What follows belongs to an exercise in optimizing a design on an open flow for small area; a production flow would make more cautious choices. RTL that was checked went through simulation tests only; none was proved equivalent to the original. No activity file was given, so power comes from the tool's default toggle rates.

// scl_pulse
module scl_pulse (
    input  wire        clk,
    input  wire        rst,               
    input  wire [16:0] cfg_const,         
    input  wire        cfg_test,          
    input  wire [15:0] cfg_tick_len,      
    input  wire        tick,              
    input  wire [47:0] e_uj,              
    output reg         pls,               
    output reg  [31:0] backlog,           
    output reg         bklg_evt           
);
Size: roughly 1300 cells after synthesis, about 270 flip-flops, about 0.013 sq mm of cells after synthesis.
==> module scl_pulse, before the edit <==
module scl_pulse (
    input  wire        clk,
    input  wire        rst,               
    input  wire [16:0] cfg_const,         
    input  wire        cfg_test,          
    input  wire [15:0] cfg_tick_len,      
    input  wire        tick,              
    input  wire [47:0] e_uj,              
    output reg         pls,               
    output reg  [31:0] backlog,           
    output reg         bklg_evt           
);
    localparam [29:0] KD = 30'd439453125;    
    reg  [7:0]  cnt;
    wire        ph_mul  = (cnt >= 8'd1)  && (cnt <= 8'd48);
    wire        ph_div  = (cnt >= 8'd49) && (cnt <= 8'd72);
    wire        ph_tot  = (cnt >= 8'd73) && (cnt <= 8'd127);
    wire        ph_rld  = (cnt >= 8'd97) && (cnt <= 8'd138);
    wire        q_on    = (cnt <= 8'd96);             
    wire        n_on    = (cnt <= 8'd80);             
    wire        s_on    = (cnt >= 8'd105);            
    wire [2:0]  kb      = cnt[2:0] - 3'd1;            
    reg  [65:0] z;            
    reg  [41:0] r_q;          
    reg         rz;           
    reg  [54:0] t_q;          
    reg         tz;           
    reg         c1, b2;       
    reg  [7:0]  n_q;          
    reg         sat;          
    wire [7:0]  n_max = cfg_test ? 8'd200 : 8'd4;
    wire        cin   = r_q[0] & ~rz;
    wire [17:0] m_s   = {1'b0, z[64:48]} + (z[0] ? {1'b0, cfg_const} : 18'd0) + {17'd0, cin};
    wire [29:0] d_v   = z[65:36];
    wire [30:0] d_sub = {1'b0, d_v} - {1'b0, KD};
    wire        d_ge  = ~d_sub[30];
    wire [28:0] d_r   = d_ge ? d_sub[28:0] : d_v[28:0];
    wire        t_b   = t_q[0] & ~tz;
    wire        q_b   = z[0] & q_on;
    wire        s1    = t_b ^ q_b ^ c1;
    wire        c1_n  = (t_b & q_b) | (c1 & (t_b ^ q_b));
    wire        n_b   = n_on & n_max[kb];
    wire        y     = s1 ^ n_b ^ b2;
    wire        b2_n  = (~s1 & (n_b | b2)) | (n_b & b2);
    always @(posedge clk) begin
        if (tick)
            z <= {18'd0, e_uj};
        else if (ph_mul)
            z <= {1'b0, m_s[17:1], m_s[0], z[47:1]};
        else if (ph_div)
            z <= {d_r, z[35:0], d_ge};
        else
            z <= {1'b0, z[65:1]};
        if (ph_mul)
            r_q <= {1'b0, r_q[41:1]};
        else if (ph_rld)
            r_q <= {z[0], r_q[41:1]};
        if (ph_tot)
            t_q <= {y, t_q[54:1]};
        if (ph_tot) begin
            c1 <= c1_n;
            b2 <= b2_n;
        end else begin
            c1 <= 1'b0;
            b2 <= 1'b0;
        end
        if (ph_tot && n_on)
            n_q <= {s1, n_q[7:1]};
        else if (ph_tot && cnt == 8'd127 && !b2_n)
            n_q <= n_max;
        if (tick)
            sat <= 1'b0;
        else if (ph_tot && s_on && s1)
            sat <= 1'b1;
        if (rst) begin
            cnt <= 8'd0;
            rz  <= 1'b1;
            tz  <= 1'b1;
        end else begin
            if (tick)
                cnt <= 8'd1;
            else if (cnt == 8'd160)
                cnt <= 8'd0;
            else if (cnt != 8'd0)
                cnt <= cnt + 8'd1;
            if (cnt == 8'd138)
                rz <= 1'b0;
            if (ph_tot && cnt == 8'd127)
                tz <= b2_n;
        end
    end
    reg  [7:0]  win_n;
    reg  [7:0]  left;         
    reg  [16:0] dacc;         
    reg  [16:0] wc;           
    wire        load_w = (cnt == 8'd159);
    wire        start  = (left != 8'd0) && !dacc[16];
    wire [8:0]  d_w    = (cfg_test && win_n > 8'd4) ? {win_n, 1'b0} : 9'd10;
    wire [16:0] wc_b   = start ? {1'b0, cfg_tick_len} : wc;
    wire [16:0] wc_n   = wc_b - {8'd0, d_w};
    wire [16:0] da_b   = load_w ? 17'h1FFFF : dacc;
    wire [16:0] da_n   = da_b + {9'd0, win_n} - (start ? {1'b0, cfg_tick_len} : 17'd0);
    always @(posedge clk) begin
        wc   <= wc_n;
        if (load_w) begin
            win_n <= n_q;
            dacc  <= {9'd0, n_q} - 17'd1;
        end else begin
            dacc  <= da_n;
        end
        if (rst) begin
            left     <= 8'd0;
            pls      <= 1'b0;
            backlog  <= 32'd0;
            bklg_evt <= 1'b0;
        end else begin
            if (load_w)
                left <= n_q;
            else if (start)
                left <= left - 8'd1;
            pls <= start | (pls & ~wc_n[16]);
            if (cnt == 8'd160) begin
                backlog[31:8] <= {24{sat}} | ({24{~tz}} & t_q[31:8]);
                backlog[7:0]  <= sat ? ~n_max : ({8{~tz}} & t_q[7:0]);
                bklg_evt      <= bklg_evt | sat;
            end
        end
    end
endmodule
export LEC_CHECK = 0
export CAP_MARGIN = 20
export CORE_MARGIN = 2
export CORE_UTILIZATION = 40
export SLEW_MARGIN = 20
create_clock -name core_clock -period 20.0 [get_ports {clk}]
run.sh (not shown) runs the stock make flow with config.mk's settings and CLKGATE_MAP_FILE= SYNTH_SCRIPT=/design/flow/synth_recipe.tcl, a recipe that flattens the netlist after the stock synthesis.
Edit:
--- a/flow/design.v
+++ b/flow/design.v
@@ -17,20 +17,21 @@
     wire        ph_div  = (cnt >= 8'd49) && (cnt <= 8'd72);
     wire        ph_tot  = (cnt >= 8'd73) && (cnt <= 8'd127);
-    wire        ph_rld  = (cnt >= 8'd97) && (cnt <= 8'd138);
+    wire        ph_rot  = (cnt >= 8'd73) && (cnt <= 8'd114);    
+    wire        rh_mul  = (cnt >= 8'd1)  && (cnt <= 8'd25);     
+    wire        rh_ld   = (cnt >= 8'd73) && (cnt <= 8'd97);     
     wire        q_on    = (cnt <= 8'd96);             
     wire        n_on    = (cnt <= 8'd80);             
     wire        s_on    = (cnt >= 8'd105);            
     wire [2:0]  kb      = cnt[2:0] - 3'd1;            
-    reg  [65:0] z;            
-    reg  [41:0] r_q;          
+    reg  [65:0] z;
+    reg  [24:0] rh;           
     reg         rz;           
     reg  [54:0] t_q;          
     reg         tz;           
     reg         c1, b2;       
-    reg  [7:0]  n_q;          
     reg         sat;          
     wire [7:0]  n_max = cfg_test ? 8'd200 : 8'd4;
-    wire        cin   = r_q[0] & ~rz;
-    wire [17:0] m_s   = {1'b0, z[64:48]} + (z[0] ? {1'b0, cfg_const} : 18'd0) + {17'd0, cin};
+    wire        cin   = rh[0] & ~rz & rh_mul;
+    wire [18:0] m_s   = {1'b0, z[65:48]} + (z[0] ? {2'b0, cfg_const} : 19'd0) + {1'b0, cin, 17'd0};
     wire [29:0] d_v   = z[65:36];
     wire [30:0] d_sub = {1'b0, d_v} - {1'b0, KD};
@@ -45,16 +46,19 @@
     wire        b2_n  = (~s1 & (n_b | b2)) | (n_b & b2);
     always @(posedge clk) begin
-        if (tick)
-            z <= {18'd0, e_uj};
-        else if (ph_mul)
-            z <= {1'b0, m_s[17:1], m_s[0], z[47:1]};
+        if (tick) begin
+            z[47:0]  <= e_uj;
+            z[65]    <= 1'b0;
+            if (rz)
+                z[64:48] <= 17'd0;
+        end else if (ph_mul)
+            z <= {m_s[18:1], m_s[0], z[47:1]};
         else if (ph_div)
             z <= {d_r, z[35:0], d_ge};
+        else if (ph_rot)
+            z <= {z[0], z[65:1]};
         else
-            z <= {1'b0, z[65:1]};
-        if (ph_mul)
-            r_q <= {1'b0, r_q[41:1]};
-        else if (ph_rld)
-            r_q <= {z[0], r_q[41:1]};
+            z[47:0] <= {1'b0, z[47:1]};
+        if (rh_mul || rh_ld)
+            rh <= {z[41], rh[24:1]};
         if (ph_tot)
             t_q <= {y, t_q[54:1]};
@@ -66,8 +70,4 @@
             b2 <= 1'b0;
         end
-        if (ph_tot && n_on)
-            n_q <= {s1, n_q[7:1]};
-        else if (ph_tot && cnt == 8'd127 && !b2_n)
-            n_q <= n_max;
         if (tick)
             sat <= 1'b0;
@@ -85,5 +85,5 @@
             else if (cnt != 8'd0)
                 cnt <= cnt + 8'd1;
-            if (cnt == 8'd138)
+            if (cnt == 8'd114)
                 rz <= 1'b0;
             if (ph_tot && cnt == 8'd127)
@@ -91,4 +91,5 @@
         end
     end
+    wire [7:0]  n_new = tz ? (t_q[7:0] + n_max) : n_max;
     reg  [7:0]  win_n;
     reg  [7:0]  left;         
@@ -105,6 +106,6 @@
         wc   <= wc_n;
         if (load_w) begin
-            win_n <= n_q;
-            dacc  <= {9'd0, n_q} - 17'd1;
+            win_n <= n_new;
+            dacc  <= {9'd0, n_new} - 17'd1;
         end else begin
             dacc  <= da_n;
@@ -117,5 +118,5 @@
         end else begin
             if (load_w)
-                left <= n_q;
+                left <= n_new;
             else if (start)
                 left <= left - 8'd1;
The new run went through all stages and came out clean.
Cell count went down slightly.
Global-route usage went up by 0.61 points.
Fmax went down by roughly a tenth.
Setup slack degrades by 0.71 ns.
Clock skew hardly moves.
Sequential cell count went down by 25.
Design area went down by a few percent.
Core utilization went up by 0.19 points.
Wire length went up by a few percent.
Sequential share of layout area went down by 2.7 points.
Combinational power went up by about a fifth.
Area after synthesis went down by a few percent.
Register-to-register slack degrades by 0.41 ns.
Worst hold slack is about the same.
Only the layout flow was run in the second run of this note; the RTL was not checked for function there.

-- static timing again, ports no longer ideal --
Ports are ideal in the flow. The routed layouts listed here were re-timed in OpenROAD. Step 1 (the two cells are an assumption about what drives the block):
set clk [get_ports {clk}]
set_driving_cell -lib_cell sky130_fd_sc_hd__clkbuf_16 $clk
set_driving_cell -lib_cell sky130_fd_sc_hd__buf_2 [delete_from_list [all_inputs] $clk]
Step 2 also shifts input and output timing later by t, the mid clock arrival at the registers, as if the neighbouring blocks saw the same clock. Three values: ideal, step 1, step 2; two values: the first two.
| run | t (ns) | setup WS [ns] | hold WS [ns] | worst setup path after step 2 | clock arrival spread, ns |
|---|---|---|---|---|---|
| the first run | 0.589 | 13.101 / 13.119 / 12.531 | 0.416 / 0.416 / 0.416 | input to register | 0.013 / 0.013 |
| the second run | 0.576 | 12.387 / 12.402 / 11.826 | 0.415 / 0.415 / 0.415 | input to register | 0.015 / 0.014 |
After both steps every run listed still meets setup and hold. The setup slack of the first run, which loses most, moves by +0.018 ns with the drivers and by -0.570 ns with both steps.
